This is an optimization exercise on Yosys and OpenROAD, whose aim is small area and a short achievable clock period, not a production implementation. RTL that was checked went through simulation tests only; none was proved equivalent to the original. No functional check of the RTL was part of run 1. Power figures rest on the tool's default switching activity, not on a simulated workload.

## flow/design.v (module list and top-level ports; edited modules follow where they fit)
// module pixcorr: 4535 lines
module pixcorr (
    input  wire        clk,
    input  wire        rst,
    input  wire [31:0] cfg_dt,
    input  wire [31:0] cfg_h,
    input  wire [23:0] cfg_scene_ofs,
    input  wire [8:0]  cfg_alpha,
    input  wire [15:0] cfg_thr,
    input  wire        cfg_tf_en,
    input  wire        cfg_fresh,
    input  wire        frame_start,
    input  wire        frame_end,
    input  wire        in_valid,
    input  wire        in_blind,
    input  wire        in_sat,
    input  wire [23:0] in_xp,
    input  wire [23:0] in_b,
    input  wire [23:0] in_o,
    input  wire [15:0] in_d,
    input  wire [15:0] in_g,
    input  wire [15:0] in_s,
    output reg         out_valid,
    output reg  [15:0] out_y,
    output reg  [15:0] out_state,
    output reg         stats_valid,
    output reg  [19:0] st_nvalid,
    output reg  [19:0] st_ninvalid,
    output reg  [19:0] st_nbad,
    output reg  [19:0] st_nrsat,
    output reg  [19:0] st_clip_lo,
    output reg  [19:0] st_clip_hi,
    output reg  [19:0] st_motion,
    output reg  [15:0] st_min,
    output reg  [15:0] st_max,
    output reg  [35:0] st_sum
);
  // ...
==> flow/flow/run.sh <==
#!/bin/bash
set -euo pipefail
here=$(pwd)
margin=$(cat flow/margin.txt)
sed "s|\"\${@:-finish}\"|SETUP_SLACK_MARGIN=${margin} \"\${@:-finish}\"|" standard.sh > own_standard.sh
grep -q "SETUP_SLACK_MARGIN=${margin}" own_standard.sh
bash own_standard.sh > "$here/make_finish.log" 2>&1
==> flow/flow/margin.txt <==
11.5
==> flow/standard.sh <==
#!/bin/bash
# synth_recipe.tcl (not shown) runs the flow's synth.tcl, then flattens the netlist and writes it again
# the make line also repeats each setting of config.mk as NAME=value (left out here)
make -C /OpenROAD-flow-scripts/flow DESIGN_CONFIG=/design/flow/config.mk WORK_HOME=/design/flow/orfs CLKGATE_MAP_FILE= SYNTH_SCRIPT=/design/flow/synth_recipe.tcl "${@:-finish}"
==> flow/config.mk <==
export PLATFORM = sky130hd
export DESIGN_NAME = pixcorr
export DESIGN_NICKNAME = pixcorr
export VERILOG_FILES = /design/flow/design.v
export SDC_FILE = /design/flow/constraint.sdc
export NUM_CORES = 4
export LEC_CHECK = 0
export CAP_MARGIN = 20
export CORE_MARGIN = 2
export CORE_UTILIZATION = 65
export PLACE_DENSITY = 0.75
export SLEW_MARGIN = 20
==> flow/constraint.sdc <==
create_clock -name core_clock -period 16.0 [get_ports {clk}]
set_input_delay 3.2000 -clock core_clock [delete_from_list [all_inputs] [get_ports {clk}]]
set_output_delay 3.2000 -clock core_clock [all_outputs]
set_load 0.01 [all_outputs]
==> impl_metrics.toml, run 1 <==
[synthesis]
synth.area.mux_share_pct = 0.814
synth_area_leaders = "dfxtp_1 28%, fa_1 20%, xnor2_1 10%, a22oi_1 7.2%, ha_1 7.2%"
synth_fp_nets = 7449
synth-main-ff-cell = "dfxtp_1"
yosysSeqAreaShare_pct = 27.8
synth_edf_count = 0
synth_fa_ha_area_share_pct = 27.5
synth_top_area_cell = "dfxtp_1"
synth_xor_xnor_area_share_pct = 12.6

[drt]
drt-pass1-iter-count = 6
vias = 47100

[cts]
cts_resized = 1046
cts.sinks = 824

[run_status]
status = "timing/DRC/antenna clean"

[worst_hold_path]
holdCritStartpoint = "s1b_s[10]"

[cells_and_area]
regMostFlops = "st_sum"
multi_input_area_um2 = 38400
multi_input_comb_cells = 4112
nFillCells = 6397

[die]
fp.dieArea_um2 = 93800
io_pins = 484
fp.dieW_um = 306
taps = 1176

[placement]
gp_congestion = 0.951
preCtsSetupSlack_ns = 10.77

[worst_setup_path]
worstPathMaxFanout = 6
startpoint_type = "flop"
ff2ff_path_depth = 18

[global_routing]
antenna_found_initial = 1
grt-ovfl-total = 0

[power]
p_per_area_nw_per_um2 = 253
p_leak_nw = 30.6
==> run 2: changes to the inputs <==
--- a/flow/design.v
+++ b/flow/design.v
@@ -4459,28 +4459,23 @@
             f_motion = 1'b1;
             f_out   = s3_z;
             f_state = s3_z;
         end else begin
             f_out   = blend;
             f_state = blend;
         end
     end
-    wire        f_act = s3_valid & ~s3_blind;
-    reg         o_act, o_bad, o_sat, o_clo, o_chi, o_mot, o_v, o_inv;
-    reg  [15:0] o_y;
+    reg o_act, o_bad, o_sat, o_clo, o_chi, o_mot;
     always @(posedge clk) begin
         if (rst) out_valid <= 1'b0;
         else     out_valid <= s3_valid;
         out_y     <= f_out;
         out_state <= f_state;
-        o_act     <= f_act;
-        o_v       <= f_act & ~s3_inv;
-        o_inv     <= f_act & s3_inv;
-        o_y       <= (f_act & ~s3_inv) ? f_out : 16'd0;
+        o_act     <= s3_valid & ~s3_blind;
         o_bad     <= s3_bad;
         o_sat     <= s3_sat;
         o_clo     <= s3_clo;
         o_chi     <= s3_chi;
         o_mot     <= f_motion;
     end
     reg end_seen;
     always @(posedge clk) begin
@@ -4500,36 +4495,39 @@
     end
     reg sum_c, sum_pend;
     always @(posedge clk) begin
         if (rst) sum_pend <= 1'b0;
         else     sum_pend <= out_valid;
     end
     reg fs_r;
     always @(posedge clk) fs_r <= frame_start & ~rst;
+    wire y_inv = &out_y;
+    wire acc_v = o_act & ~y_inv;
+    wire [15:0] y_v = acc_v ? out_y : 16'd0;
     always @(posedge clk) begin
         if (fs_r) begin
             st_nvalid   <= 20'd0;
             st_ninvalid <= 20'd0;
             st_nbad     <= 20'd0;
             st_nrsat    <= 20'd0;
             st_clip_lo  <= 20'd0;
             st_clip_hi  <= 20'd0;
             st_motion   <= 20'd0;
             st_min      <= 16'hFFFF;
             st_max      <= 16'h0000;
             st_sum      <= 36'd0;
             sum_c       <= 1'b0;
         end else begin
-            st_nvalid   <= st_nvalid   + {19'd0, o_v};
-            st_ninvalid <= st_ninvalid + {19'd0, o_inv};
+            st_nvalid   <= st_nvalid   + {19'd0, acc_v};
+            st_ninvalid <= st_ninvalid + {19'd0, o_act & y_inv};
             st_nbad     <= st_nbad     + {19'd0, o_act & o_bad};
             st_nrsat    <= st_nrsat    + {19'd0, o_act & o_sat};
             st_clip_lo  <= st_clip_lo  + {19'd0, o_act & o_clo};
             st_clip_hi  <= st_clip_hi  + {19'd0, o_act & o_chi};
             st_motion   <= st_motion   + {19'd0, o_act & o_mot};
-            {sum_c, st_sum[15:0]} <= {1'b0, st_sum[15:0]} + {1'b0, o_y};
+            {sum_c, st_sum[15:0]} <= {1'b0, st_sum[15:0]} + {1'b0, y_v};
             st_sum[35:16] <= st_sum[35:16] + {19'd0, sum_c};
-            if (o_v && o_y < st_min) st_min <= o_y;
-            if (o_y > st_max) st_max <= o_y;
+            if (acc_v && out_y < st_min) st_min <= out_y;
+            if (acc_v && out_y > st_max) st_max <= out_y;
         end
     end
 endmodule
==> flow/flow/run.sh (replaced) <==
#!/bin/bash
set -euo pipefail
here=$(pwd)
margin=$(cat flow/margin.txt)
sed "s|\"\${@:-finish}\"|SETUP_SLACK_MARGIN=${margin} \"\${@:-finish}\"|" standard.sh > own_standard.sh
grep -q "SETUP_SLACK_MARGIN=${margin}" own_standard.sh
res="$here/orfs/results/${FLOW_PLATFORM:-sky130hd}/pixcorr/base"
bash own_standard.sh "$res/1_2_yosys.v" > "$here/make_synth.log" 2>&1
cp "$res/1_2_yosys.v" "$here/1_2_yosys.standard.v"
python3 flow/polarity.py "$here/1_2_yosys.standard.v" "$res/1_2_yosys.v" > "$here/polarity.log" 2>&1
touch "$res/1_2_yosys.v"
bash own_standard.sh > "$here/make_finish.log" 2>&1
==> flow/flow/polarity.py (new file) <==
#!/usr/bin/env python3
"""Inverter clean-up on a Yosys sky130hd netlist.

A full adder is self-dual: FA(~a, ~b, ~c) = (~sum, ~cout). Synthesis often
leaves inverters between full adders; this pass flips a full adder's
polarity (inverting all its inputs and both its outputs) whenever that
removes more inverters than it adds. Registers and all other cells are left
as they are. Usage: polarity.py in.v out.v
"""
import re
import sys
from collections import defaultdict

INV = {"inv_1", "inv_2", "inv_4", "clkinv_1", "clkinv_2"}
CELL_RE = re.compile(r"^\s*sky130_fd_sc_hd__(\w+)\s+(\S+)\s*\((.*?)\);", re.S | re.M)
PIN_RE = re.compile(r"\.(\w+)\(\s*([^()]*?)\s*\)")

src = open(sys.argv[1]).read()
matches = list(CELL_RE.finditer(src))
head = src[:matches[0].start()]
tail = src[matches[-1].end():]
between = "".join(src[a.end():b.start()] for a, b in zip(matches, matches[1:]))
assert re.sub(r"\(\*.*?\*\)", "", between).strip() == "", "unexpected text between cells"

cells = {}
order = []
for m in matches:
    typ, name, body = m.group(1), m.group(2), m.group(3)
    pins = dict(PIN_RE.findall(body))
    cells[name] = [typ, pins]
    order.append(name)

OUTS = {"X", "Y", "Q", "Q_N", "SUM", "COUT", "HI", "LO"}
drv = {}
loads = defaultdict(set)          # net -> set of (cell, pin)


def connect(c, p, n):
    cells[c][1][p] = n
    if p in OUTS:
        drv[n] = (c, p)
    else:
        loads[n].add((c, p))


def disconnect(c, p):
    n = cells[c][1][p]
    if p in OUTS:
        if drv.get(n) == (c, p):
            del drv[n]
    else:
        loads[n].discard((c, p))
    return n


for c in order:
    for p, n in cells[c][1].items():
        if p in OUTS:
            drv[n] = (c, p)
        else:
            loads[n].add((c, p))

ports = set(re.findall(r"(?:input|output)\s+(?:\[[^\]]*\]\s*)?([^;\s]+)\s*;", head))


def is_port(n):
    base = n.split("[")[0].strip()
    return base in ports


nid = [0]
new_wires = []


def new_net():
    nid[0] += 1
    n = "_pol%d_" % nid[0]
    new_wires.append(n)
    return n


def new_inv(a, y):
    nid[0] += 1
    c = "_polinv%d_" % nid[0]
    cells[c] = ["inv_1", {}]
    order.append(c)
    connect(c, "A", a)
    connect(c, "Y", y)
    return c


def remove_cell(c):
    for p in list(cells[c][1]):
        disconnect(c, p)
    del cells[c]


def inv_of(n):
    """an existing inverter driven by n, or None"""
    for c, p in loads[n]:
        if cells[c][0] in INV and p == "A":
            return c
    return None


def src_inv(n):
    """if n is driven by an inverter, that inverter"""
    d = drv.get(n)
    if d and cells[d[0]][0] in INV:
        return d[0]
    return None


def gain(fa):
    pins = cells[fa][1]
    g = 0
    for p in ("A", "B", "CIN"):
        n = pins[p]
        if n.startswith("1'b"):
            continue
        i = src_inv(n)
        if i is not None:
            if len(loads[n]) == 1 and not is_port(n):
                g += 1
        elif inv_of(n) is None:
            g -= 1
    for p in ("SUM", "COUT"):
        n = pins[p]
        invs = [c for c, q in loads[n] if cells[c][0] in INV]
        others = len(loads[n]) - len(invs)
        if is_port(n):
            others += 1
        if len(invs) == 0:
            g -= 1
        elif len(invs) == 1:
            g += 1 if others == 0 else 0
        else:
            return -99
    return g


def flip(fa):
    pins = cells[fa][1]
    for p in ("A", "B", "CIN"):
        n = pins[p]
        if n.startswith("1'b"):
            disconnect(fa, p)
            connect(fa, p, "1'b1" if n == "1'b0" else "1'b0")
            continue
        i = src_inv(n)
        disconnect(fa, p)
        if i is not None:
            connect(fa, p, cells[i][1]["A"])
            if not loads[n] and not is_port(n):
                remove_cell(i)
        else:
            j = inv_of(n)
            if j is None:
                m = new_net()
                new_inv(n, m)
            else:
                m = cells[j][1]["Y"]
            connect(fa, p, m)
    for p in ("SUM", "COUT"):
        n = pins[p]
        invs = [c for c, q in loads[n] if cells[c][0] in INV]
        disconnect(fa, p)
        if invs:
            j = invs[0]
            m = cells[j][1]["Y"]
            remove_cell(j)
            connect(fa, p, m)
            if loads[n] or is_port(n):
                new_inv(m, n)
        else:
            m = new_net()
            connect(fa, p, m)
            new_inv(m, n)


changed = True
rounds = 0
while changed and rounds < 20:
    changed = False
    rounds += 1
    for c in list(order):
        if c in cells and cells[c][0].startswith("fa_") and gain(c) > 0:
            flip(c)
            changed = True

ninv = sum(1 for c in cells.values() if c[0] in INV)
sys.stderr.write("polarity: %d rounds, %d inverters left\n" % (rounds, ninv))

out = [head.rstrip("\n") + "\n"]
for w in new_wires:
    out.append("  wire %s;\n" % w)
for c in order:
    if c not in cells:
        continue
    typ, pins = cells[c]
    body = ",\n".join("    .%s(%s%s)" % (p, n, " " if n.startswith("\\") else "")
                       for p, n in pins.items())
    out.append("  sky130_fd_sc_hd__%s %s (\n%s\n  );\n" % (typ, c, body))
out.append(tail.lstrip("\n") if tail.strip() else "endmodule\n")
open(sys.argv[2], "w").write("".join(out))
==> flow/config.mk (replaced) <==
export PLATFORM = sky130hd
export DESIGN_NAME = pixcorr
export DESIGN_NICKNAME = pixcorr
export VERILOG_FILES = /design/flow/design.v
export SDC_FILE = /design/flow/constraint.sdc
export NUM_CORES = 4
export LEC_CHECK = 0
export CAP_MARGIN = 20
export CORE_MARGIN = 2
export CORE_UTILIZATION = 40
export CTS_CLUSTER_DIAMETER = 150
export CTS_CLUSTER_SIZE = 30
export PLACE_DENSITY = 0.6
export SLEW_MARGIN = 20
==> impl_metrics.toml, run 2 <==
[synthesis]
syn_avg_cell_area_um2 = 9.84
syn-cell-area_um2 = 57700
synth_fp_nets = 7049
synthCells = 5863
yosysWarningCount = 1

[drt]
initialDrtViolationCount = 3336
vias_per_cell = 5.41
wl_per_cell_um = 20.7
ant_nets = 0
drt_wl_total_mm = 168
vias = 43800
drt-pass1-iter-count = 9
drc = 0

[cells_and_area]
layout_common_cells = "683 x xnor2_1, 599 x fa_1, 562 x a22oi_1"
regMostFlops = "st_sum"
fin_util_pct = 46.2
reg.largest.list = "st_sum: 36 flops, s2_ya: 35 flops, s2_yb: 35 flops"
layout-drive-gt1-share_pct = 14.3
area_delta_synth_final_pct = 14.7
nNetsFinal = 7368
final_common_cell = "xnor2_1"
largest_reg_flops = 36

[worst_setup_path]
path_depth = 2
slowest_stage = "dfxtp_4"
path_buf_inv = 2
critical_path.max_stage_delay_ns = 0.37
path_delay_family = "flip-flops"
critical_path_required_ns = 12.80
critPathKind = "reg -> out"
cp_data_arrival_time_ns = 1.26
r2r-end = "s1_c"
ff2ff_path_depth = 10
worstPathCellList = "buf_12 > buf_6"
regToRegSetupSlack_ns = 11.57
regToRegStartpoint = "dt_r[14]"
worstPathMaxFanout = 2
startpoint_type = "flop"
end_kind = "output pin"

[flow_run]
maxCapViolCount = 0

[cts]
cts_tree = "built"
clockBufferDepth = 3
cts_root_buffer = "clkbuf_16"
cts_buffers = 35
worst_skew_pair.late_latency_ns = 0.66
cts-htree-levels = 2
clkTransAtPathRegs_ns = 0.12
cts.sinks = 806

[placement]
place_hpwl_mm = 123
gp_congestion = 0.911
port_buffers = 483

[global_routing]
grt_use_total_pct = 22.3
grt_pass1_vias = 44200
grt_pass1_wl_mm = 259
antenna_found_initial = 3
grt-ovfl-total = 0
grt_max_degree = 84

[run_status]
status = "timing/DRC/antenna clean"

[sta]
finalCriticalPeriod_ns = 4.46
fin_skew_ns = 0.0346
finalMaxSlewViolations = 0
rsz0062_at_grt = "true"
slew_headroom_pct = 25.6
tightest_slew_ns = 1.12
fmax_mhz = 224
finalHoldViolCount = 0
period_share_pct = 27.9
setup_violations = 0
finalSetupTns_ns = 0

[power]
power_frac_clock_pct = 7.5
p_sw_share_pct = 48.2
switching_power_w = 0.00717
p_per_area_nw_per_um2 = 225
intPower_w = 0.00771
seqPwrFrac_pct = 21.0
p_leak_nw = 27.6
vdd_drop_max_v = 0.000187
p_comb_share_pct = 71.5

[worst_hold_path]
holdCritStartpoint = "p0_g[4]"
hold_depth = 0
hold_end = "s1_g[4]"
hold_path_class = "reg -> reg"

[die]
core-area_um2 = 143000
io_pins = 484
row_count = 139
die_y_um = 384
initial_utilization_pct = 40.2
fp.dieArea_um2 = 147000
fp.dieW_um = 384
run 2: what timing repair did:
action | 4_1_cts | 5_1_grt
hold buffers | 0 | 0
setup buffers | 153 | 25
setup endpoints to repair | 323 | 106
pin swaps | 2 | 7
gates cloned | 0 | 1
resized for setup | 1152 | 150
run 2: layer usage:
metal  vias to the layer above  GRT usage (%)  part of all wire [%]
met3                       275           3.54                   7.4
met4                         2           7.25                   3.2
met2                      1759           38.0                    48
li1                      20200              -                     -
met5                         -              0                0.0066
met1                     21500           28.7                    41
run 2: power groups by stage:
stage	combinational, W	clock, W	sequential (W)
6_report	0.0106	0.00112	0.00312
5_1_grt	0.0121	0.00124	0.00315
3_3_place_gp	0.0101	0	0.00315
3_5_place_dp	0.0103	0	0.00316
2_1_floorplan	0.00762	0	0.00273
4_1_cts	0.0105	0.00118	0.00310
run 2: final cells by class:
cell class	count	area (µm²)
well taps	1903	2380
inverters	534	2040
fillers	13600	77300
clock buffers	37	883
flip-flops and latches	806	16700
clock inverters	10	164
diodes	1	2.50
repair buffers	720	5910
multi-input cells	4085	38200
run 2: how the worst max path moves through the flow:
| stage | end | from |
|---|---|---|
| after floorplan | out_state[13] | a_neg[1] |
| after global placement | p0_u[21] | in_blind |
| after detailed placement | p0_u[21] | in_blind |
| after CTS | s1_c | p0_bneg[5] |
| after global routing | st_sum[13] | out_y[1] |
| final | out_y[0] | out_y[0] |
run 2: per-stage QoR:
step | setup slack, ns | cell area [µm²] | hold slack (ns) | cells | power (W)
6_report | 11.54 | 66200 | 0.316 | 8096 | 0.0149
5_1_grt | 11.41 | 66200 | 0.306 | 8095 | 0.0165
4_1_cts | 11.24 | 65900 | 0.297 | 8069 | 0.0147
3_5_place_dp | 10.59 | 63700 | 0.312 | 7869 | 0.0134
3_3_place_gp | 10.66 | 63700 | 0.312 | 7869 | 0.0132
2_1_floorplan | 11.48 | 57700 | 0.310 | 5863 | 0.0104
==> run 3: changes to the inputs <==
--- a/flow/config.mk
+++ b/flow/config.mk
@@ -9,6 +9,4 @@
 export CORE_MARGIN = 2
 export CORE_UTILIZATION = 40
-export CTS_CLUSTER_DIAMETER = 150
-export CTS_CLUSTER_SIZE = 30
 export PLACE_DENSITY = 0.6
 export SLEW_MARGIN = 20
==> impl_metrics.toml, run 3 <==
[placement]
gp_congestion = 0.911
port_buffers = 483
place_hpwl_mm = 123

[synthesis]
synthCells = 5863
synth_fp_nets = 7049
syn_avg_cell_area_um2 = 9.84
syn-cell-area_um2 = 57700
yosysWarningCount = 1

[cells_and_area]
area_delta_synth_final_pct = 17.0
reg.largest.list = "st_sum: 36 flops, s2_ya: 35 flops, s2_yb: 35 flops"
layout-drive-gt1-share_pct = 14.6
nNetsFinal = 7357
diodes = 0
layout_common_cells = "683 x xnor2_1, 599 x fa_1, 564 x a22oi_1"
fin_util_pct = 47.1
final_common_cell = "xnor2_1"
largest_reg_flops = 36
regMostFlops = "st_sum"

[drt]
vias_per_cell = 5.39
drt_wl_total_mm = 169
drt-pass1-iter-count = 6
drc = 0
wl_per_cell_um = 20.7
ant_nets = 0
vias = 44000
initialDrtViolationCount = 3087

[worst_hold_path]
hold_end = "s1_g[0]"
hold_path_class = "reg -> reg"
holdCritStartpoint = "p0_g[0]"
hold_depth = 0

[sta]
fmax_mhz = 224
finalMaxSlewViolations = 0
finalHoldViolCount = 0
setup_violations = 0
slew_headroom_pct = 28.0
period_share_pct = 27.9
rsz0062_at_grt = "false"
fin_skew_ns = 0.0587
finalCriticalPeriod_ns = 4.46
finalSetupTns_ns = 0
tightest_slew_ns = 1.08

[cts]
cts-htree-levels = 3
cts_tree = "built"
cts_buffers = 89
worst_skew_pair.late_latency_ns = 0.74
cts_root_buffer = "clkbuf_16"
clkTransAtPathRegs_ns = 0.07
clockBufferDepth = 3
cts.sinks = 806

[worst_setup_path]
path_delay_family = "flip-flops"
regToRegSetupSlack_ns = 11.65
end_kind = "output pin"
path_buf_inv = 1
critical_path_required_ns = 12.80
r2r-end = "out_state[15]"
worstPathMaxFanout = 4
regToRegStartpoint = "a_neg[1]"
worstPathCellList = "buf_6"
critical_path.max_stage_delay_ns = 0.41
critPathKind = "reg -> out"
ff2ff_path_depth = 16
cp_data_arrival_time_ns = 1.26
slowest_stage = "dfxtp_4"
startpoint_type = "flop"

[die]
initial_utilization_pct = 40.2
fp.dieW_um = 384
die_y_um = 384
io_pins = 484
core-area_um2 = 143000
row_count = 139
fp.dieArea_um2 = 147000

[global_routing]
antenna_found_initial = 2
grt-ovfl-total = 0
grt_pass1_wl_mm = 260
grt_pass1_vias = 44500
grt_max_degree = 84
grt_use_total_pct = 22.4

[run_status]
status = "timing/DRC/antenna clean"

[power]
p_leak_nw = 28.3
p_total_w = 0.0158
p_per_area_nw_per_um2 = 233
vdd_drop_max_v = 0.000169

[flow_run]
maxCapViolCount = 0
-- run 3: routing by layer --
metal	track usage (%)	part of all wire [%]	vias to the layer above
li1	-	-	20300
met1	28.7	41	21500
met2	37.4	48	1832
met3	4.29	7.8	330
met4	8.60	3.6	2
met5	0	0.0077	-
-- run 3: worst max-delay path by stage --
stage                     depth (start not counted)       start            end
after floorplan                                  18    a_neg[1]  out_state[13]
after global placement                            6    in_blind       p0_u[21]
after detailed placement                          6    in_blind       p0_u[21]
after CTS                                        13  p0_bneg[4]           s1_c
after global routing                             18    a_two[1]  out_state[14]
final                                             1    out_y[9]       out_y[9]
-- run 3: area by class of cell --
cell class / count / area [µm²]
multi-input combinational: 4085 / 38100
sequential: 806 / 16700
inverter: 534 / 2050
clock buffer: 119 / 2460
timing repair buffer: 655 / 5330
tap: 1903 / 2380
fill: 13400 / 75900
clock inverter: 48 / 578
-- run 3: through the flow --
step	worst slack [ns]	instances	instance area, µm²	hold slack (ns)
final	11.54	8150	67600	0.318
after global routing	11.46	8150	67600	0.329
after CTS	11.37	8130	66900	0.320
after detailed placement	10.59	7869	63700	0.312
after global placement	10.66	7869	63700	0.312
after floorplan	11.48	5863	57700	0.310
-- run 3: where the power goes --
group          internal (W)  switching, W  total [W]
sequential          0.00256      0.000585    0.00314
combinational       0.00468       0.00585     0.0105
clock               0.00120      0.000902    0.00210
total               0.00844       0.00734     0.0158
-- run 3: timing repair --
action,in CTS,in global routing
hold buffers,0,0
resized for setup,1313,133
gates cloned,0,5
pin swaps,1,5
endpoints found under the setup margin,300,60
buffers inserted,94,15
==> run 4: changes to the inputs <==
--- a/flow/flow/run.sh
+++ b/flow/flow/run.sh
@@ -1,7 +1,14 @@
 #!/bin/bash
+# The standard layout with these changes to how it is made:
+#  1. after the standard synthesis, flow/polarity.py removes inverters between
+#     full adders (a full adder with all inputs and outputs inverted is the same
+#     cell), leaving every register and all other logic as synthesized;
+#  3. clock tree synthesis runs without dummy loads.
+# The SDC, clock period and flow steps are the standard ones.
 set -euo pipefail
 here=$(pwd)
 margin=$(cat flow/margin.txt)
-sed "s|\"\${@:-finish}\"|SETUP_SLACK_MARGIN=${margin} \"\${@:-finish}\"|" standard.sh > own_standard.sh
+cts="CTS_ARGS=-sink_clustering_enable -repair_clock_nets -dont_use_dummy_load"
+sed "s|\"\${@:-finish}\"|SETUP_SLACK_MARGIN=${margin} '${cts}' \"\${@:-finish}\"|" standard.sh > own_standard.sh
 grep -q "SETUP_SLACK_MARGIN=${margin}" own_standard.sh
 res="$here/orfs/results/${FLOW_PLATFORM:-sky130hd}/pixcorr/base"
==> flow/flow/margin.txt (replaced) <==
11.4
==> impl_metrics.toml, run 4 <==
[power]
p_per_area_nw_per_um2 = 231
vdd_drop_max_v = 0.000178
p_leak_nw = 27.2

[drt]
vias_per_cell = 5.43
wl_per_cell_um = 20.9
drc = 0
ant_nets = 0
drt_wl_total_mm = 167
initialDrtViolationCount = 3320
drt-pass1-iter-count = 6
vias = 43300

[cells_and_area]
regMostFlops = "st_sum"
largest_reg_flops = 36
reg.largest.list = "st_sum: 36 flops, s2_ya: 35 flops, s2_yb: 35 flops"
final_common_cell = "xnor2_1"
area_delta_synth_final_pct = 15.3
layout_common_cells = "683 x xnor2_1, 608 x dfxtp_1, 601 x fa_1"
layout-drive-gt1-share_pct = 10.2
nNetsFinal = 7263

[cts]
cts_tree = "built"
worst_skew_pair.late_latency_ns = 0.75
cts.sinks = 806
clockBufferDepth = 3
ctsHoldBuffers = 0
cts-htree-levels = 3
cts_root_buffer = "clkbuf_16"
clkTransAtPathRegs_ns = 0.06
cts_buffers = 92

[global_routing]
grt_max_degree = 107
grt_use_total_pct = 22.4
antenna_found_initial = 4
grt_pass1_vias = 44500
grt_pass1_wl_mm = 259
grt-ovfl-total = 0

[die]
fp.dieArea_um2 = 147000
core-area_um2 = 143000
fp.dieW_um = 384
row_count = 139
initial_utilization_pct = 40.2
die_y_um = 384
io_pins = 484

[worst_setup_path]
startpoint_type = "flop"
cp_data_arrival_time_ns = 1.35
critPathKind = "reg -> out"
end_kind = "output pin"
slowest_stage = "dlygate4sd2_1"
path_delay_family = "buffers and inverters"
worstPathCellList = "dlygate4sd2_1"
worstPathMaxFanout = 2
critical_path.max_stage_delay_ns = 0.35
critical_path_required_ns = 12.80
path_buf_inv = 1

[sta]
setup_violations = 0
fin_skew_ns = 0.0832
finalCriticalPeriod_ns = 4.55
finalHoldWorstSlack_ns = 0.268
rsz0062_at_grt = "true"
tightest_slew_ns = 1.11
finalMaxSlewViolations = 0
period_share_pct = 28.4
fmax_mhz = 220
slew_headroom_pct = 25.8
finalHoldViolCount = 0
finalSetupTns_ns = 0

[synthesis]
synthCells = 5863
syn_avg_cell_area_um2 = 9.84
synth_fp_nets = 7049
syn-cell-area_um2 = 57700
yosysWarningCount = 1

[flow_run]
maxCapViolCount = 0

[worst_hold_path]
hold_path_class = "reg -> reg"

[placement]
port_buffers = 483
place_hpwl_mm = 124
gp_congestion = 0.913

[run_status]
status = "timing/DRC/antenna clean"
==> run 4: area by class of cell <==
type / instances / area [µm²]
Sequential cell: 806 / 16500
Inverter: 534 / 2040
Tap cell: 1903 / 2380
Antenna cell: 1 / 2.50
Clock buffer: 92 / 2300
Timing Repair Buffer: 559 / 5230
Fill cell: 13600 / 77000
Multi-Input combinational cell: 4084 / 38000
==> run 4: what timing repair did <==
action                     4_1_cts  5_1_grt
gates cloned                     0        0
buffers inserted                10        6
hold endpoints to repair         0        0
gates resized for setup        862      123
pin swaps                        1        3
setup endpoints to repair      290       82
==> run 4: where the power goes <==
| group | internal, W | switching [W] | leakage, nW | total, W |
|---|---|---|---|---|
| clock network | 0.000998 | 0.000756 | 1.13 | 0.00175 |
| registers | 0.00255 | 0.000608 | 6.78 | 0.00316 |
| logic | 0.00462 | 0.00583 | 19.3 | 0.0104 |
| total | 0.00817 | 0.00719 | 27.2 | 0.0154 |
==> run 4: worst paths after layout <==
| path | slack [ns] | from | depth (start not counted) | to |
|---|---|---|---|---|
| worst max-delay path | 11.45 | st_min[13] | 1 | st_min[13] |
| worst min-delay path | 0.27 | s1_s[13] | 0 | s1b_s[13] |
| worst max register to register | 11.55 | s3_d[7] | 15 | out_state[13] |
| worst min register to register | 0.27 | s1_s[13] | 0 | s1b_s[13] |
==> run 4: per-layer routing <==
metal | track usage, % | routed length (µm) | vias to the layer above
met2 | 37.5 | 79200 | 1746
met3 | 3.92 | 12500 | 303
met5 | 0 | 46 | -
met4 | 8.07 | 5640 | 6
met1 | 28.9 | 69300 | 21200
li1 | - | - | 20000
==> run 4: metrics by stage <==
stage / setup WS (ns) / cell area [µm²] / power (W) / cells / util, %
floorplan: 11.44 / 57700 / 0.0104 / 5863 / -
global placement: 10.65 / 63700 / 0.0132 / 7870 / 44.4
detailed placement: 10.60 / 63700 / 0.0135 / 7870 / 44.4
CTS: 11.19 / 66200 / 0.0153 / 7972 / 46.1
global route: 11.36 / 66500 / 0.0170 / 7979 / 46.4
finish: 11.45 / 66500 / 0.0154 / 7979 / 46.4
==> run 5: changes to the inputs <==
==> flow/flow/margin.txt (replaced) <==
11.6
==> impl_metrics.toml, run 5 <==
[global_routing]
grtUsageMet3_pct = 3.87
grt_pass1_vias = 45600
grt-busiest-layer = "met2"
antenna_found_initial = 2
grt_use_total_pct = 22.6
grt_pass1_wl_mm = 262
grt_max_degree = 75
grt-ovfl-total = 0
met2_usage_pct = 38.9
met1_usage_pct = 28.3

[cells_and_area]
nNetsFinal = 7513
final_common_cell = "xnor2_1"
diodes = 0
area_delta_synth_final_pct = 20.0
reg.largest.list = "st_sum: 36 flops, s2_ya: 35 flops, s2_yb: 35 flops"
layout_common_cells = "682 x xnor2_1, 597 x fa_1, 562 x a22oi_1"
layout-drive-gt1-share_pct = 16.8
largest_reg_flops = 36
regMostFlops = "st_sum"
design_area_um2 = 69300

[cts]
clkTransAtPathRegs_ns = 0.06
cts.sinks = 806
cts_buffers = 92
cts_tree = "built"
cts-htree-levels = 3
worst_skew_pair.late_latency_ns = 0.73
clockBufferDepth = 3
cts_root_buffer = "clkbuf_16"

[sta]
period_share_pct = 27.6
finalMaxSlewViolations = 0
finalHoldViolCount = 0
finalHoldWorstSlack_ns = 0.306
fmax_mhz = 227
rsz0062_at_grt = "true"
finalCriticalPeriod_ns = 4.41
setup_violations = 0
tightest_slew_ns = 1.07
finalSetupTns_ns = 0
fin_skew_ns = 0.0737
slew_headroom_pct = 29.0

[drt]
drt_wl_total_mm = 171
initialDrtViolationCount = 3271
ant_nets = 0
vias_per_cell = 5.42
vias = 44600
wl_per_cell_um = 20.8
drt-pass1-iter-count = 6
drc = 0

[worst_setup_path]
startpoint_type = "flop"
path_buf_inv = 1
end_kind = "output pin"
critical_path.max_stage_delay_ns = 0.36
setup.worst_path.start = "st_nbad[5]"
critPathKind = "reg -> out"
worstPathMaxFanout = 2
worstPathCellList = "buf_6"
cp_data_arrival_time_ns = 1.21
critical_path_required_ns = 12.80
slowest_stage = "dfxtp_4"
path_delay_family = "flip-flops"
regToRegStartpoint = "p0_bneg[6]"

[die]
initial_utilization_pct = 40.2
fp.dieArea_um2 = 147000
io_pins = 484
fp.dieW_um = 384
core-area_um2 = 143000
die_y_um = 384
row_count = 139

[placement]
port_buffers = 483
gp_congestion = 0.911
placed_area_um2 = 63700
place_hpwl_mm = 123

[run_status]
status = "timing/DRC/antenna clean"

[flow_run]
maxCapViolCount = 0

[synthesis]
synthCells = 5863
synth_fp_nets = 7049
yosysWarningCount = 1
syn_avg_cell_area_um2 = 9.84
syn-cell-area_um2 = 57700

[power]
p_total_w = 0.0158
vdd_drop_max_v = 0.000225
p_per_area_nw_per_um2 = 228
p_leak_nw = 29.0

[worst_hold_path]
holdCritStartpoint = "p0_g[4]"
hold_path_class = "reg -> reg"
## run 5: routing by layer
| layer | wire length [µm] | vias to the layer above |
|---|---|---|
| li1 | - | 20500 |
| met1 | 70100 | 21800 |
| met2 | 82200 | 1882 |
| met3 | 12700 | 336 |
| met4 | 6070 | 2 |
| met5 | 12 | - |
## run 5: power breakdown
part / internal [W] / switching, W / leakage [nW]
Combinational: 0.00486 / 0.00599 / 21.0
Clock: 0.000998 / 0.000756 / 1.13
Sequential: 0.00256 / 0.000617 / 6.83
## run 5: path summary, 6_finish.rpt
check / end / slack (ns) / depth (start not counted)
worst min register to register: s1_g[4] / 0.31 / 0
worst min-delay path: s1_g[4] / 0.31 / 0
worst max-delay path: st_nbad[5] / 11.59 / 1
worst max register to register: s1_c / 11.59 / 13
## run 5: cell type report
| class | count | area [µm²] |
|---|---|---|
| clock buffers | 92 | 2300 |
| inverters | 534 | 2060 |
| flip-flops and latches | 806 | 16700 |
| fillers | 13300 | 74200 |
| repair buffers | 808 | 7570 |
| well taps | 1903 | 2380 |
| multi-input cells | 4085 | 38200 |
## run 5: what timing repair did
item                                    in CTS  in global routing
gates resized for setup                   1602                131
hold buffers                                 0                  0
gates cloned                                 0                  2
setup buffers                              193                 75
endpoints found under the setup margin     352                235
endpoints found under the hold margin        0                  0
pin swaps                                    3                 19
## run 5: through the flow
stage	util [%]	setup slack [ns]	std cells
after global placement	44.4	10.64	7866
after CTS	47.5	11.29	8151
final	48.3	11.59	8228
after global routing	48.3	11.45	8228
after floorplan	-	11.60	5863
after detailed placement	44.4	10.57	7866
==> run 6: changes to the inputs <==
==> flow/flow/margin.txt (replaced) <==
11.5
--- a/flow/config.mk
+++ b/flow/config.mk
@@ -8,5 +8,5 @@
 export CAP_MARGIN = 20
 export CORE_MARGIN = 2
-export CORE_UTILIZATION = 40
-export PLACE_DENSITY = 0.6
+export CORE_UTILIZATION = 45
+export PLACE_DENSITY = 0.7
 export SLEW_MARGIN = 20
==> impl_metrics.toml, run 6 <==
[worst_setup_path]
end_kind = "flop"
ff2ff_path_depth = 12
setup.worst_path.start = "dt_r[8]"
endpoint = "s1_c"
path_buf_inv = 1
cp_common_cell = "fa_1"
critical_path.max_stage_delay_ns = 0.83
worstPathMaxFanout = 16
critical_path_required_ns = 16.53
critPathKind = "reg -> reg"
path_depth = 12
regToRegStartpoint = "dt_r[8]"
regToRegSetupSlack_ns = 11.38
worstPathCellList = "a22oi_1 > xnor2_1 > fa_1 > fa_1 > fa_1 > fa_1 > inv_1 > fa_1 > ha_1 > and3_1 > a221oi_1 > o21ai_0"
slowest_stage = "dfxtp_1"
path_delay_family = "adder cells"
startpoint_type = "flop"
r2r-end = "s1_c"
cp_data_arrival_time_ns = 5.15

[cells_and_area]
nNetsFinal = 7323
nFillCells = 11300
area_delta_synth_final_pct = 14.4
layout-drive-gt1-share_pct = 12.5
largest_reg_flops = 36
final_common_cell = "xnor2_1"
layout_common_cells = "684 x xnor2_1, 601 x fa_1, 584 x dfxtp_1"
regMostFlops = "st_sum"
reg.largest.list = "st_sum: 36 flops, s2_ya: 35 flops, s2_yb: 35 flops"

[drt]
drc = 0
vias_per_cell = 5.65
initialDrtViolationCount = 4039
vias = 44100
wl_per_cell_um = 20.8
drt_wl_total_mm = 162
drt-pass1-iter-count = 8
ant_nets = 0

[die]
fp.dieArea_um2 = 131000
fp.dieW_um = 362
io_pins = 484
row_count = 131
die_y_um = 362
initial_utilization_pct = 45.3
core-area_um2 = 127000

[cts]
clockBufferDepth = 3
cts_tree = "built"
worst_skew_pair.late_latency_ns = 0.69
cts.sinks = 806
cts_buffers = 87
clkTransAtPathRegs_ns = 0.06
cts_root_buffer = "clkbuf_16"
cts-htree-levels = 3
ctsHoldBuffers = 0

[worst_hold_path]
hold_path_class = "reg -> reg"

[power]
p_leak_nw = 27.7
p_per_area_nw_per_um2 = 232
p_total_w = 0.0154
vdd_drop_max_v = 0.000248

[placement]
gp_congestion = 0.923
place_hpwl_mm = 120
port_buffers = 483

[sta]
period_share_pct = 28.9
fmax_mhz = 216
fin_skew_ns = 0.0685
finalCriticalPeriod_ns = 4.62
finalSetupTns_ns = 0
slew_headroom_pct = 32.0
finalHoldViolCount = 0
tightest_slew_ns = 0.994
setup_violations = 0
finalMaxSlewViolations = 0
rsz0062_at_grt = "true"

[global_routing]
antenna_found_initial = 8
grt_use_total_pct = 24.2
grt_max_degree = 87
grt_pass1_wl_mm = 252
grt-ovfl-total = 0
grt_pass1_vias = 45200

[flow_run]
maxCapViolCount = 0

[synthesis]
syn-cell-area_um2 = 57700
synth_fp_nets = 7049
synthCells = 5863
syn_avg_cell_area_um2 = 9.84
yosysWarningCount = 1

[run_status]
status = "timing/DRC/antenna clean"
-- run 6: changes by cell type in the layout (fill, tap and decap cells not counted), sizes merged, moves of 3 or more --
cell and change:
dlygate4sd2 +8, inv +3, buf -236, clkdlybuf4s15 +44, clkinvlp -3, clkbuf -5
-- run 6: final cells by class --
type | instances | area (µm²) | share of cell area (%)
clock buffers | 87 | 2180 | 3.30
repair buffers | 624 | 5060 | 7.66
inverters | 534 | 2050 | 3.10
diodes | 1 | 2.50 | 0.00379
flip-flops and latches | 806 | 16600 | 25.1
multi-input cells | 4084 | 38100 | 57.7
well taps | 1662 | 2080 | 3.15
-- run 6: where the power goes --
part	switching, W	internal [W]
sequential	0.000600	0.00256
combinational	0.00580	0.00470
clock	0.000754	0.000947
-- run 6: how the worst min path moves through the flow --
stage                          from       end  slack, ns  cells past startpoint
after floorplan              s3_bad     o_bad       0.31                      0
after global placement     p0_s[14]  s1_s[14]       0.31                      0
after detailed placement  s1b_s[10]  s2_s[10]       0.31                      0
after CTS                  p0_g[10]  s1_g[10]       0.32                      0
after global routing        p0_g[6]   s1_g[6]       0.32                      0
final                      p0_g[10]  s1_g[10]       0.32                      0
-- run 6: through the flow --
step / area, µm² / setup WS (ns) / utilization [%] / cells / hold WS [ns]
after floorplan: 57700 / 11.48 / - / 5863 / 0.310
after global placement: 63400 / 10.66 / 49.7 / 7624 / 0.312
after detailed placement: 63400 / 10.59 / 49.7 / 7624 / 0.312
after CTS: 65700 / 11.26 / 51.6 / 7780 / 0.320
after global routing: 66000 / 11.24 / 51.9 / 7797 / 0.324
final: 66100 / 11.38 / 51.9 / 7798 / 0.318
-- run 6: routing by layer --
| layer | global-route usage (%) | wire [µm] | up-vias |
|---|---|---|---|
| met5 | 0 | 66 | - |
| met4 | 10.4 | 6530 | 10 |
| met3 | 4.45 | 13500 | 411 |
| met2 | 41.0 | 76900 | 2067 |
| met1 | 30.2 | 65000 | 21500 |
| li1 | - | - | 20100 |
-- run 6: timing repair --
action                                   CTS  global route
endpoints found under the setup margin   335            55
resized for setup                       1176            86
pin swaps                                  2             6
buffers inserted                          69            17
==> run 7: changes to the inputs <==
--- a/flow/config.mk
+++ b/flow/config.mk
@@ -6,7 +6,7 @@
 export NUM_CORES = 4
 export LEC_CHECK = 0
-export CAP_MARGIN = 20
+export CAP_MARGIN = 10
 export CORE_MARGIN = 2
-export CORE_UTILIZATION = 45
-export PLACE_DENSITY = 0.7
-export SLEW_MARGIN = 20
+export CORE_UTILIZATION = 40
+export PLACE_DENSITY = 0.6
+export SLEW_MARGIN = 10
==> impl_metrics.toml, run 7 <==
[drt]
drc = 0
drt_wl_total_mm = 169
drt-pass1-iter-count = 6
initialDrtViolationCount = 3418
vias = 43800
ant_nets = 0
wl_per_cell_um = 20.9
vias_per_cell = 5.44

[worst_setup_path]
slowest_stage = "dfxtp_2"
critical_path_required_ns = 12.80
critPathKind = "reg -> out"
startpoint_type = "flop"
critical_path.max_stage_delay_ns = 0.34
worstPathCellList = "clkdlybuf4s15_2"
r2r-end = "s1_c"
regToRegStartpoint = "dt_r[15]"
cp_data_arrival_time_ns = 1.25
setup.worst_path.start = "st_sum[21]"
regToRegSetupSlack_ns = 11.64
worstPathMaxFanout = 2
ff2ff_path_depth = 10
path_delay_family = "flip-flops"
path_buf_inv = 1
end_kind = "output pin"
endpoint = "st_sum[21]"
path_depth = 1

[cells_and_area]
fin_util_pct = 46.5
diodes = 0
area_delta_synth_final_pct = 15.7
nNetsFinal = 7345
final_common_cell = "xnor2_1"
design_area_um2 = 66800
layout_common_cells = "683 x xnor2_1, 600 x fa_1, 561 x a22oi_1"
regMostFlops = "st_sum"
reg.largest.list = "st_sum: 36 flops, s2_ya: 35 flops, s2_yb: 35 flops"
layout-drive-gt1-share_pct = 13.5
largest_reg_flops = 36

[synthesis]
synthCells = 5863
syn-cell-area_um2 = 57700
synth_fp_nets = 7049
yosysWarningCount = 1
syn_avg_cell_area_um2 = 9.84

[run_status]
status = "timing/DRC/antenna clean"

[die]
core-area_um2 = 143000
die_y_um = 384
initial_utilization_pct = 40.2
io_pins = 484
fp.dieW_um = 384
row_count = 139
fp.dieArea_um2 = 147000

[global_routing]
grt_pass1_vias = 44500
grt_use_total_pct = 22.4
antenna_found_initial = 2
grt_max_degree = 84
grt-ovfl-total = 0
grt_pass1_wl_mm = 260

[flow_run]
maxCapViolCount = 0

[sta]
finalMaxSlewViolations = 0
fin_ws_ns = 11.55
setup_violations = 0
rsz0062_at_grt = "true"
period_share_pct = 27.8
fin_skew_ns = 0.0700
finalSetupTns_ns = 0
fmax_mhz = 225
finalCriticalPeriod_ns = 4.45
slew_headroom_pct = 27.7
tightest_slew_ns = 1.08
finalHoldViolCount = 0

[cts]
clockBufferDepth = 3
cts_buffers = 89
cts_root_buffer = "clkbuf_16"
cts_tree = "built"
cts-htree-levels = 3
worst_skew_pair.late_latency_ns = 0.71
clkTransAtPathRegs_ns = 0.06
ctsHoldBuffers = 0
cts.sinks = 806

[power]
p_leak_nw = 27.9
p_sw_share_pct = 46.8
switching_power_w = 0.00725
seqPwrFrac_pct = 20.3
vdd_drop_max_v = 0.000183
p_comb_share_pct = 68.6
power_frac_clock_pct = 11.1
p_per_area_nw_per_um2 = 232
intPower_w = 0.00825

[placement]
port_buffers = 483
preCtsSetupSlack_ns = 10.59
gp_congestion = 0.911
place_hpwl_mm = 123
placed_area_um2 = 63700

[worst_hold_path]
holdCritStartpoint = "s2_sat"
hold_path_class = "reg -> reg"
-- run 7: worst min path at each step --
stage	endpoint	slack, ns	cells past startpoint
6_report	s3_sat	0.29	0
5_1_grt	s3_bad	0.30	0
2_1_floorplan	o_bad	0.31	0
3_3_place_gp	s3_blind	0.31	0
3_5_place_dp	o_sat	0.31	0
4_1_cts	s3_bad	0.29	0
-- run 7: stage by stage --
| stage | power [W] | hold slack [ns] | std cells |
|---|---|---|---|
| 5_1_grt | 0.0171 | 0.300 | 8060 |
| 3_3_place_gp | 0.0132 | 0.312 | 7869 |
| 2_1_floorplan | 0.0104 | 0.310 | 5863 |
| 6_report | 0.0155 | 0.291 | 8060 |
| 4_1_cts | 0.0153 | 0.285 | 8044 |
| 3_5_place_dp | 0.0134 | 0.312 | 7869 |
-- run 7: power groups by stage --
stage / Combinational, W / Sequential (W) / Clock [W]
2_1_floorplan: 0.00762 / 0.00273 / 0
3_3_place_gp: 0.0101 / 0.00315 / 0
3_5_place_dp: 0.0103 / 0.00316 / 0
4_1_cts: 0.0104 / 0.00312 / 0.00179
5_1_grt: 0.0121 / 0.00318 / 0.00186
6_report: 0.0106 / 0.00315 / 0.00173
-- run 7: repair_timing --
action / CTS / global route
pin swaps: 1 / 6
resized for setup: 1284 / 127
gates cloned: 0 / 5
endpoints found under the hold margin: 0 / 0
endpoints found under the setup margin: 304 / 46
buffers inserted: 86 / 11
-- run 7: layout make-up --
cell class | instances | area (µm²)
fill | 13500 | 76700
multi-input combinational | 4085 | 38200
sequential | 806 | 16700
timing repair buffer | 643 | 5310
tap | 1903 | 2380
clock buffer | 89 | 2230
inverter | 534 | 2060
-- run 7: routing by layer --
layer  GRT usage, %  vias up  wire length (µm)
met4           8.58        2              6340
li1               -    20200                 -
met5              0        -                13
met3           4.28      351             13200
met2           37.6     1805             80200
met1           28.5    21500             68900
==> run 8: changes to the inputs <==
--- a/flow/config.mk
+++ b/flow/config.mk
@@ -6,7 +6,7 @@
 export NUM_CORES = 4
 export LEC_CHECK = 0
-export CAP_MARGIN = 10
+export CAP_MARGIN = 0
 export CORE_MARGIN = 2
 export CORE_UTILIZATION = 40
 export PLACE_DENSITY = 0.6
-export SLEW_MARGIN = 10
+export SLEW_MARGIN = 0
==> impl_metrics.toml, run 8 <==
[power]
power_frac_clock_pct = 11.1
p_leak_nw = 27.9
p_per_area_nw_per_um2 = 232
switching_power_w = 0.00725
intPower_w = 0.00825
seqPwrFrac_pct = 20.3
p_comb_share_pct = 68.6
p_sw_share_pct = 46.8
vdd_drop_max_v = 0.000183

[worst_setup_path]
regToRegSetupSlack_ns = 11.64
cp_data_arrival_time_ns = 1.25
critical_path_required_ns = 12.80
path_buf_inv = 1
ff2ff_path_depth = 10
critPathKind = "reg -> out"
path_delay_family = "flip-flops"
setup.worst_path.start = "st_sum[21]"
end_kind = "output pin"
regToRegStartpoint = "dt_r[15]"
r2r-end = "s1_c"
endpoint = "st_sum[21]"
path_depth = 1
worstPathCellList = "clkdlybuf4s15_2"
slowest_stage = "dfxtp_2"
critical_path.max_stage_delay_ns = 0.34
startpoint_type = "flop"
worstPathMaxFanout = 2

[global_routing]
grt_pass1_vias = 44500
grt_max_degree = 84
antenna_found_initial = 2
grt_pass1_wl_mm = 260
grt_use_total_pct = 22.4
grt-ovfl-total = 0

[die]
die_y_um = 384
io_pins = 484
fp.dieW_um = 384
row_count = 139
initial_utilization_pct = 40.2
core-area_um2 = 143000
fp.dieArea_um2 = 147000

[cts]
cts_buffers = 89
ctsHoldBuffers = 0
worst_skew_pair.late_latency_ns = 0.71
clockBufferDepth = 3
clkTransAtPathRegs_ns = 0.06
cts_root_buffer = "clkbuf_16"
cts_tree = "built"
cts.sinks = 806
cts-htree-levels = 3

[sta]
finalHoldWorstSlack_ns = 0.291
finalMaxSlewViolations = 0
finalSetupTns_ns = 0
rsz0062_at_grt = "true"
fin_skew_ns = 0.0700
slew_headroom_pct = 27.7
finalCriticalPeriod_ns = 4.45
period_share_pct = 27.8
tightest_slew_ns = 1.08
setup_violations = 0
fmax_mhz = 225
finalHoldViolCount = 0

[cells_and_area]
layout-drive-gt1-share_pct = 13.5
fin_util_pct = 46.5
nFillCells = 13500
final_common_cell = "xnor2_1"
reg.largest.list = "st_sum: 36 flops, s2_ya: 35 flops, s2_yb: 35 flops"
diodes = 0
nNetsFinal = 7345
largest_reg_flops = 36
area_delta_synth_final_pct = 15.7
layout_common_cells = "683 x xnor2_1, 600 x fa_1, 561 x a22oi_1"
regMostFlops = "st_sum"

[synthesis]
synthCells = 5863
yosysWarningCount = 1
syn_avg_cell_area_um2 = 9.84
synth_fp_nets = 7049
syn-cell-area_um2 = 57700

[drt]
drt_wl_total_mm = 169
initialDrtViolationCount = 3418
wl_per_cell_um = 20.9
vias_per_cell = 5.44
vias = 43800
ant_nets = 0
drt-pass1-iter-count = 6
drc = 0

[run_status]
status = "timing/DRC/antenna clean"

[placement]
place_hpwl_mm = 123
gp_congestion = 0.911
port_buffers = 483

[flow_run]
maxCapViolCount = 0

[worst_hold_path]
hold_path_class = "reg -> reg"
[run 8: power by group through the flow]
stage                     sequential, W  clock [W]  combinational [W]
after global routing            0.00318    0.00186             0.0121
final                           0.00315    0.00173             0.0106
after global placement          0.00315          0             0.0101
after floorplan                 0.00273          0            0.00762
after detailed placement        0.00316          0             0.0103
after CTS                       0.00312    0.00179             0.0104
[run 8: per-stage QoR]
step / setup WS, ns / cells / area (µm²) / power [W]
after floorplan: 11.48 / 5863 / 57700 / 0.0104
after global placement: 10.66 / 7869 / 63700 / 0.0132
after detailed placement: 10.59 / 7869 / 63700 / 0.0134
after CTS: 11.41 / 8044 / 66200 / 0.0153
after global routing: 11.42 / 8060 / 66800 / 0.0171
final: 11.55 / 8060 / 66800 / 0.0155
[run 8: layer usage]
| layer | global-route usage (%) | wire, µm | up-vias |
|---|---|---|---|
| li1 | - | - | 20200 |
| met1 | 28.5 | 68900 | 21500 |
| met2 | 37.6 | 80200 | 1805 |
| met3 | 4.28 | 13200 | 351 |
| met5 | 0 | 13 | - |
| met4 | 8.58 | 6340 | 2 |
[run 8: worst min-delay path by stage]
stage	endpoint	depth (start not counted)	start
floorplan	o_bad	0	s3_bad
global placement	s3_blind	0	s2_blind
detailed placement	o_sat	0	s3_sat
CTS	s3_bad	0	s2_bad
global route	s3_bad	0	s2_bad
finish	s3_sat	0	s2_sat
[run 8: cell type report]
class	instances	area [µm²]	area share [%]
tap	1903	2380	3.57
clock buffer	89	2230	3.33
inverter	534	2060	3.08
timing repair buffer	643	5310	7.95
multi-input combinational	4085	38200	57.1
sequential	806	16700	24.9
[run 8: repair_timing]
action                                  4_1_cts  5_1_grt
endpoints found under the setup margin      304       46
gates resized for setup                    1284      127
pin swaps                                     1        6
gates cloned                                  0        5
setup buffers                                86       11
hold endpoints to repair                      0        0
==> run 9: changes to the inputs <==
--- a/flow/config.mk
+++ b/flow/config.mk
@@ -6,7 +6,8 @@
 export NUM_CORES = 4
 export LEC_CHECK = 0
-export CAP_MARGIN = 0
+export CAP_MARGIN = 20
 export CORE_MARGIN = 2
 export CORE_UTILIZATION = 40
+export GPL_ROUTABILITY_DRIVEN = 0
 export PLACE_DENSITY = 0.6
-export SLEW_MARGIN = 0
+export SLEW_MARGIN = 20
==> impl_metrics.toml, run 9 <==
[global_routing]
grt-ovfl-total = 0
antenna_found_initial = 3
grt_max_degree = 88
grt_pass1_vias = 44500
grt_use_total_pct = 22.4
grt_pass1_wl_mm = 259

[worst_setup_path]
startpoint_type = "flop"
slowest_stage = "dfxtp_1"
critical_path.max_stage_delay_ns = 0.85
ff2ff_path_depth = 12
regToRegStartpoint = "dt_r[12]"
worstPathMaxFanout = 16
path_depth = 12
cp_common_cell = "fa_1"
critPathKind = "reg -> reg"
path_buf_inv = 1
end_kind = "flop"
cp_data_arrival_time_ns = 5.08
path_delay_family = "adder cells"
regToRegSetupSlack_ns = 11.43
critical_path_required_ns = 16.51
r2r-end = "s1_c"
worstPathCellList = "a22oi_1 > xnor2_1 > ha_1 > fa_1 > fa_1 > fa_1 > inv_1 > fa_1 > ha_1 > and3_1 > a221oi_1 > o21ai_0"

[drt]
wl_per_cell_um = 20.7
drt_wl_total_mm = 167
ant_nets = 0
drc = 0
drt-pass1-iter-count = 6
vias_per_cell = 5.41
vias = 43500
initialDrtViolationCount = 3749

[power]
p_leak_nw = 27.7
p_comb_share_pct = 68.4
p_total_w = 0.0155
switching_power_w = 0.00722
p_sw_share_pct = 46.7
seqPwrFrac_pct = 20.4
intPower_w = 0.00825
vdd_drop_max_v = 0.000201
p_per_area_nw_per_um2 = 232
power_frac_clock_pct = 11.3

[worst_hold_path]
hold_end = "s1b_s[13]"
hold_path_class = "reg -> reg"
holdCritStartpoint = "s1_s[13]"
hold_depth = 0

[cts]
cts-htree-levels = 3
cts_root_buffer = "clkbuf_16"
cts_tree = "built"
cts_buffers = 90
clockBufferDepth = 3
clkTransAtPathRegs_ns = 0.06
worst_skew_pair.late_latency_ns = 0.73
cts.sinks = 806

[die]
fp.dieW_um = 384
die_y_um = 384
io_pins = 484
core-area_um2 = 143000
initial_utilization_pct = 40.2
fp.dieArea_um2 = 147000
row_count = 139

[sta]
fin_skew_ns = 0.0872
tightest_slew_ns = 1.06
finalHoldWorstSlack_ns = 0.318
finalHoldViolCount = 0
rsz0062_at_grt = "true"
finalMaxSlewViolations = 0
fmax_mhz = 219
slew_headroom_pct = 29.5
period_share_pct = 28.6
finalSetupTns_ns = 0
setup_violations = 0
finalCriticalPeriod_ns = 4.57

[cells_and_area]
regMostFlops = "st_sum"
diodes = 0
reg.largest.list = "st_sum: 36 flops, s2_ya: 35 flops, s2_yb: 35 flops"
nNetsFinal = 7326
layout-drive-gt1-share_pct = 13.3
final_common_cell = "xnor2_1"
largest_reg_flops = 36
layout_common_cells = "683 x xnor2_1, 598 x fa_1, 561 x a22oi_1"
area_delta_synth_final_pct = 15.4
fin_util_pct = 46.4

[synthesis]
syn-cell-area_um2 = 57700
yosysWarningCount = 1
syn_avg_cell_area_um2 = 9.84
synthCells = 5863
synth_fp_nets = 7049

[flow_run]
maxCapViolCount = 0

[placement]
place_hpwl_mm = 123
port_buffers = 483

[run_status]
status = "timing/DRC/antenna clean"
## run 9: cell types whose count changed in the layout (fill, tap and decap cells not counted), sizes merged
cell	change
buf	-33
clkinvlp	-2
clkinv	-1
dlygate4sd2	+2
clkdlybuf4s15	+14
clkbuf	-1
a21oi	-1
inv	+3
## run 9: worst max-delay path by stage
stage,endpoint,from
floorplan,out_state[13],a_neg[1]
global placement,p0_u[21],in_blind
detailed placement,p0_u[21],in_blind
CTS,s1_c,p0_bneg[6]
global route,s1_c,p0_bneg[3]
finish,s1_c,dt_r[12]
## run 9: timing repair
action / 4_1_cts / 5_1_grt
gates resized for setup: 1243 / 115
buffers inserted: 71 / 11
hold buffers: 0 / 0
pin swaps: 1 / 7
endpoints found under the setup margin: 300 / 72
cloned: 0 / 0
## run 9: stage by stage
| step | std cells | setup WS, ns | cell area, µm² |
|---|---|---|---|
| after floorplan | 5863 | 11.48 | 57700 |
| after global placement | 7869 | 10.66 | 63700 |
| after detailed placement | 7869 | 10.57 | 63700 |
| after CTS | 8030 | 11.25 | 66200 |
| after global routing | 8041 | 11.23 | 66600 |
| final | 8041 | 11.43 | 66600 |
## run 9: power by group through the flow
stage / Clock (W) / Combinational [W] / Sequential, W
final: 0.00174 / 0.0106 / 0.00315
after global routing: 0.00188 / 0.0121 / 0.00318
after CTS: 0.00180 / 0.0104 / 0.00312
after detailed placement: 0 / 0.0103 / 0.00316
after global placement: 0 / 0.0100 / 0.00316
after floorplan: 0 / 0.00762 / 0.00273
## run 9: area by class of cell
class	instances	area, µm²
tap	1903	2380
inverter	534	2040
clock buffer	90	2250
fill	13500	76900
timing repair buffer	624	5120
multi-input combinational	4084	38200
sequential	806	16600
## run 9: per-layer routing
| layer | global-route usage [%] | part of all wire [%] | wire length (µm) |
|---|---|---|---|
| met2 | 37.5 | 47 | 79200 |
| met5 | 0 | 0.015 | 25 |
| met4 | 7.81 | 3.2 | 5340 |
| met3 | 3.89 | 7.5 | 12400 |
| met1 | 28.9 | 42 | 69800 |
==> run 10: changes to the inputs <==
--- a/flow/config.mk
+++ b/flow/config.mk
@@ -9,5 +9,4 @@
 export CORE_MARGIN = 2
 export CORE_UTILIZATION = 40
-export GPL_ROUTABILITY_DRIVEN = 0
 export PLACE_DENSITY = 0.6
 export SLEW_MARGIN = 20
==> impl_metrics.toml, run 10 <==
[cells_and_area]
largest_reg_flops = 36
final_common_cell = "xnor2_1"
layout_common_cells = "683 x xnor2_1, 600 x fa_1, 561 x a22oi_1"
regMostFlops = "st_sum"
nNetsFinal = 7345
layout-drive-gt1-share_pct = 13.5
fin_util_pct = 46.5
diodes = 0
reg.largest.list = "st_sum: 36 flops, s2_ya: 35 flops, s2_yb: 35 flops"
area_delta_synth_final_pct = 15.7

[worst_hold_path]
holdCritStartpoint = "s2_sat"
hold_end = "s3_sat"
hold_depth = 0
hold_path_class = "reg -> reg"

[cts]
clkTransAtPathRegs_ns = 0.06
cts-htree-levels = 3
ctsHoldBuffers = 0
cts_root_buffer = "clkbuf_16"
worst_skew_pair.late_latency_ns = 0.71
cts_tree = "built"
cts.sinks = 806
cts_buffers = 89
clockBufferDepth = 3

[placement]
place_hpwl_mm = 123
gp_congestion = 0.911
port_buffers = 483

[worst_setup_path]
startpoint_type = "flop"
slowest_stage = "dfxtp_2"
end_kind = "output pin"
regToRegSetupSlack_ns = 11.64
cp_data_arrival_time_ns = 1.25
critical_path_required_ns = 12.80
regToRegStartpoint = "dt_r[15]"
path_buf_inv = 1
worstPathCellList = "clkdlybuf4s15_2"
path_delay_family = "flip-flops"
ff2ff_path_depth = 10
critPathKind = "reg -> out"
worstPathMaxFanout = 2
critical_path.max_stage_delay_ns = 0.34
r2r-end = "s1_c"

[sta]
finalHoldViolCount = 0
fmax_mhz = 225
finalSetupTns_ns = 0
setup_violations = 0
finalMaxSlewViolations = 0
slew_headroom_pct = 27.7
fin_skew_ns = 0.0700
tightest_slew_ns = 1.08
finalCriticalPeriod_ns = 4.45
rsz0062_at_grt = "true"
period_share_pct = 27.8

[die]
core-area_um2 = 143000
fp.dieW_um = 384
die_y_um = 384
io_pins = 484
row_count = 139
initial_utilization_pct = 40.2
fp.dieArea_um2 = 147000

[global_routing]
met1_usage_pct = 28.5
met2_usage_pct = 37.6
grt_pass1_vias = 44500
grt-busiest-layer = "met2"
grt-ovfl-total = 0
grt_max_degree = 84
grtUsageMet3_pct = 4.28
grt_pass1_wl_mm = 260
antenna_found_initial = 2
grt_use_total_pct = 22.4

[run_status]
status = "timing/DRC/antenna clean"

[power]
vdd_drop_max_v = 0.000183
p_per_area_nw_per_um2 = 232
p_leak_nw = 27.9

[drt]
wl_per_cell_um = 20.9
drc = 0
vias = 43800
ant_nets = 0
drt-pass1-iter-count = 6
initialDrtViolationCount = 3418
drt_wl_total_mm = 169
vias_per_cell = 5.44

[flow_run]
maxCapViolCount = 0

[synthesis]
synthCells = 5863
syn_avg_cell_area_um2 = 9.84
syn-cell-area_um2 = 57700
yosysWarningCount = 1
synth_fp_nets = 7049
==> run 10: metrics by stage <==
stage | setup slack [ns] | cells | power [W] | instance area (µm²) | hold WS [ns]
finish | 11.55 | 8060 | 0.0155 | 66800 | 0.291
detailed placement | 10.59 | 7869 | 0.0134 | 63700 | 0.312
global placement | 10.66 | 7869 | 0.0132 | 63700 | 0.312
global route | 11.42 | 8060 | 0.0171 | 66800 | 0.300
CTS | 11.41 | 8044 | 0.0153 | 66200 | 0.285
floorplan | 11.48 | 5863 | 0.0104 | 57700 | 0.310
==> run 10: layout make-up <==
class	instances	area, µm²
clock buffers	89	2230
flip-flops and latches	806	16700
inverters	534	2060
repair buffers	643	5310
multi-input cells	4085	38200
well taps	1903	2380
fillers	13500	76700
==> run 10: report_power, final <==
group	total, W	internal (W)	switching (W)
registers	0.00315	0.00256	0.000589
logic	0.0106	0.00473	0.00590
clock network	0.00173	0.000968	0.000758
total	0.0155	0.00825	0.00725
==> run 10: worst max-delay path by stage <==
stage               start            end  slack, ns  cells after the start
2_1_floorplan    a_neg[1]  out_state[13]      11.48                     18
3_3_place_gp     in_blind       p0_u[21]      10.66                      6
3_5_place_dp     in_blind       p0_u[21]      10.59                      6
4_1_cts        p0_bneg[0]           s1_c      11.41                     12
5_1_grt          a_one[1]  out_state[14]      11.42                     19
6_report       st_sum[21]     st_sum[21]      11.55                      1
==> run 10: per-layer routing <==
layer | wire length [µm] | vias up | part of all wire [%]
met5 | 13 | - | 0.0077
met4 | 6340 | 2 | 3.8
met3 | 13200 | 351 | 7.8
met2 | 80200 | 1805 | 48
met1 | 68900 | 21500 | 41
li1 | - | 20200 | -
==> run 10: repair_timing <==
item	4_1_cts	5_1_grt
pin swaps	1	6
resized for setup	1284	127
buffers inserted	86	11
gates cloned	0	5
setup endpoints to repair	304	46
endpoints found under the hold margin	0	0
==> run 11: changes to the inputs <==
--- a/flow/config.mk
+++ b/flow/config.mk
@@ -8,5 +8,5 @@
 export CAP_MARGIN = 20
 export CORE_MARGIN = 2
-export CORE_UTILIZATION = 40
-export PLACE_DENSITY = 0.6
+export CORE_UTILIZATION = 35
+export PLACE_DENSITY = 0.55
 export SLEW_MARGIN = 20
==> impl_metrics.toml, run 11 <==
[worst_setup_path]
slowest_stage = "dfxtp_2"
path_delay_family = "flip-flops"
worstPathMaxFanout = 4
end_kind = "output pin"
startpoint_type = "flop"
regToRegSetupSlack_ns = 11.59
critical_path.max_stage_delay_ns = 0.37
regToRegStartpoint = "a_two[3]"
r2r-end = "out_state[13]"
path_buf_inv = 1
ff2ff_path_depth = 14
critical_path_required_ns = 12.80
cp_data_arrival_time_ns = 1.23
critPathKind = "reg -> out"
worstPathCellList = "buf_4"

[cells_and_area]
design_area_um2 = 67300
regMostFlops = "st_sum"
fin_util_pct = 40.9
final_common_cell = "xnor2_1"
layout-drive-gt1-share_pct = 13.7
layout_common_cells = "683 x xnor2_1, 601 x fa_1, 563 x dfxtp_1"
area_delta_synth_final_pct = 16.6
nNetsFinal = 7354
largest_reg_flops = 36
reg.largest.list = "st_sum: 36 flops, s2_ya: 35 flops, s2_yb: 35 flops"

[power]
vdd_drop_max_v = 0.000200
seqPwrFrac_pct = 20.6
p_sw_share_pct = 46.5
power_frac_clock_pct = 11.7
switching_power_w = 0.00718
p_leak_nw = 27.9
p_comb_share_pct = 67.7
intPower_w = 0.00825
p_per_area_nw_per_um2 = 229

[sta]
tightest_slew_ns = 1.06
rsz0062_at_grt = "true"
period_share_pct = 27.7
finalHoldViolCount = 0
fin_skew_ns = 0.122
fmax_mhz = 226
finalSetupTns_ns = 0
setup_violations = 0
finalMaxSlewViolations = 0
finalCriticalPeriod_ns = 4.43
slew_headroom_pct = 29.0

[worst_hold_path]
hold_end = "s1_g[15]"
hold_path_class = "reg -> reg"
hold_depth = 0
holdCritStartpoint = "p0_g[15]"

[cts]
ctsHoldBuffers = 0
cts_buffers = 94
clkTransAtPathRegs_ns = 0.06
worst_skew_pair.late_latency_ns = 0.73
clockBufferDepth = 3
cts.sinks = 806
cts_root_buffer = "clkbuf_16"
cts_tree = "built"
cts-htree-levels = 3

[die]
die_y_um = 410
fp.dieW_um = 410
core-area_um2 = 164000
io_pins = 484
row_count = 149
fp.dieArea_um2 = 168000
initial_utilization_pct = 35.1

[global_routing]
met2_usage_pct = 33.6
grtUsageMet3_pct = 3.46
grt_max_degree = 90
grt_pass1_vias = 44600
grt_use_total_pct = 20.2
grt_pass1_wl_mm = 267
grt-busiest-layer = "met2"
met1_usage_pct = 26.5
grt-ovfl-total = 0
antenna_found_initial = 6

[synthesis]
syn_avg_cell_area_um2 = 9.84
yosysWarningCount = 1
synth_fp_nets = 7049
syn-cell-area_um2 = 57700
synthCells = 5863

[drt]
vias_per_cell = 5.21
drt-pass1-iter-count = 7
wl_per_cell_um = 20.8
ant_nets = 0
vias = 43600
drc = 0
initialDrtViolationCount = 3398
drt_wl_total_mm = 174

[placement]
gp_congestion = 0.877
place_hpwl_mm = 128
port_buffers = 483
placed_area_um2 = 64000

[run_status]
status = "timing/DRC/antenna clean"

[flow_run]
maxCapViolCount = 0
run 11: per-stage QoR:
step	instances	setup WS, ns	total power [W]	hold WS (ns)
after floorplan	5863	11.48	0.0104	0.310
after global placement	8154	10.62	0.0132	0.311
after detailed placement	8154	10.57	0.0134	0.312
after CTS	8325	11.30	0.0154	0.306
after global routing	8356	11.44	0.0171	0.305
final	8356	11.57	0.0154	0.304
run 11: how the worst max path moves through the flow:
stage                         startpoint              to  slack [ns]  cells after the start
after floorplan                 a_neg[1]   out_state[13]       11.48                     18
after detailed placement        in_blind        p0_u[13]       10.57                      5
after global placement        p0_bneg[4]            s1_c       10.62                     13
after CTS                        dt_r[9]            s1_c       11.30                     12
final                     st_clip_lo[17]  st_clip_lo[17]       11.57                      1
after global routing             s3_d[2]   out_state[13]       11.44                     16
run 11: timing repair:
action / CTS / global route
resized for setup: 1334 / 122
pin swaps: 2 / 8
gates cloned: 0 / 1
buffers inserted: 77 / 29
setup endpoints to repair: 349 / 62
run 11: area by class of cell:
cell class	count	area (µm²)
clock buffer	94	2350
multi-input combinational	4084	38200
sequential	806	16600
tap	2189	2740
fill	16200	97200
timing repair buffer	648	5340
antenna	1	2.50
inverter	534	2060
run 11: metal layers:
metal / vias up / part of all wire, %
li1: 20200 / -
met1: 21400 / 42
met2: 1665 / 48
met3: 277 / 7.1
met4: 6 / 3.0
met5: - / 0.022
run 11: power by group through the flow:
stage	clock network, W	registers (W)	logic (W)
6_report	0.00180	0.00318	0.0105
5_1_grt	0.00196	0.00320	0.0120
4_1_cts	0.00188	0.00315	0.0104
3_5_place_dp	0	0.00320	0.0102
3_3_place_gp	0	0.00320	0.00999
2_1_floorplan	0	0.00273	0.00762

[separate check: timing with driven ports]
How much do the figures lean on ideal ports? The routed layouts below were timed once more, with nothing changed but the port constraints.
Step 1, drivers: a clkbuf_16 drives clk and a buf_2 each remaining input, both assumed.
Step 2 times the ports against the registers' clock, not the clock port: input delays grow and output delays shrink by t, the midpoint of the rising clock arrivals with the driver on.
a / b / c = ideal ports / drivers / drivers and shift; a / b = the first two.
| run | t, ns | setup WS [ns] |
|---|---|---|
| run 1 | 0.752 | 11.386 / 11.386 / 10.945 |
| run 2 | 0.722 | 11.542 / 11.466 / 10.951 |
| run 3 | 0.794 | 11.544 / 11.463 / 10.917 |
| run 4 | 0.765 | 11.451 / 11.373 / 10.818 |
| run 5 | 0.760 | 11.590 / 11.511 / 10.993 |
| run 6 | 0.734 | 11.379 / 11.379 / 10.992 |
| run 7 | 0.754 | 11.549 / 11.468 / 10.912 |
| run 8 | 0.754 | 11.549 / 11.468 / 10.912 |
| run 9 | 0.748 | 11.426 / 11.426 / 10.857 |
| run 10 | 0.754 | 11.549 / 11.468 / 10.912 |
| run 11 | 0.748 | 11.568 / 11.489 / 10.983 |
After both steps every run listed still meets setup and hold.
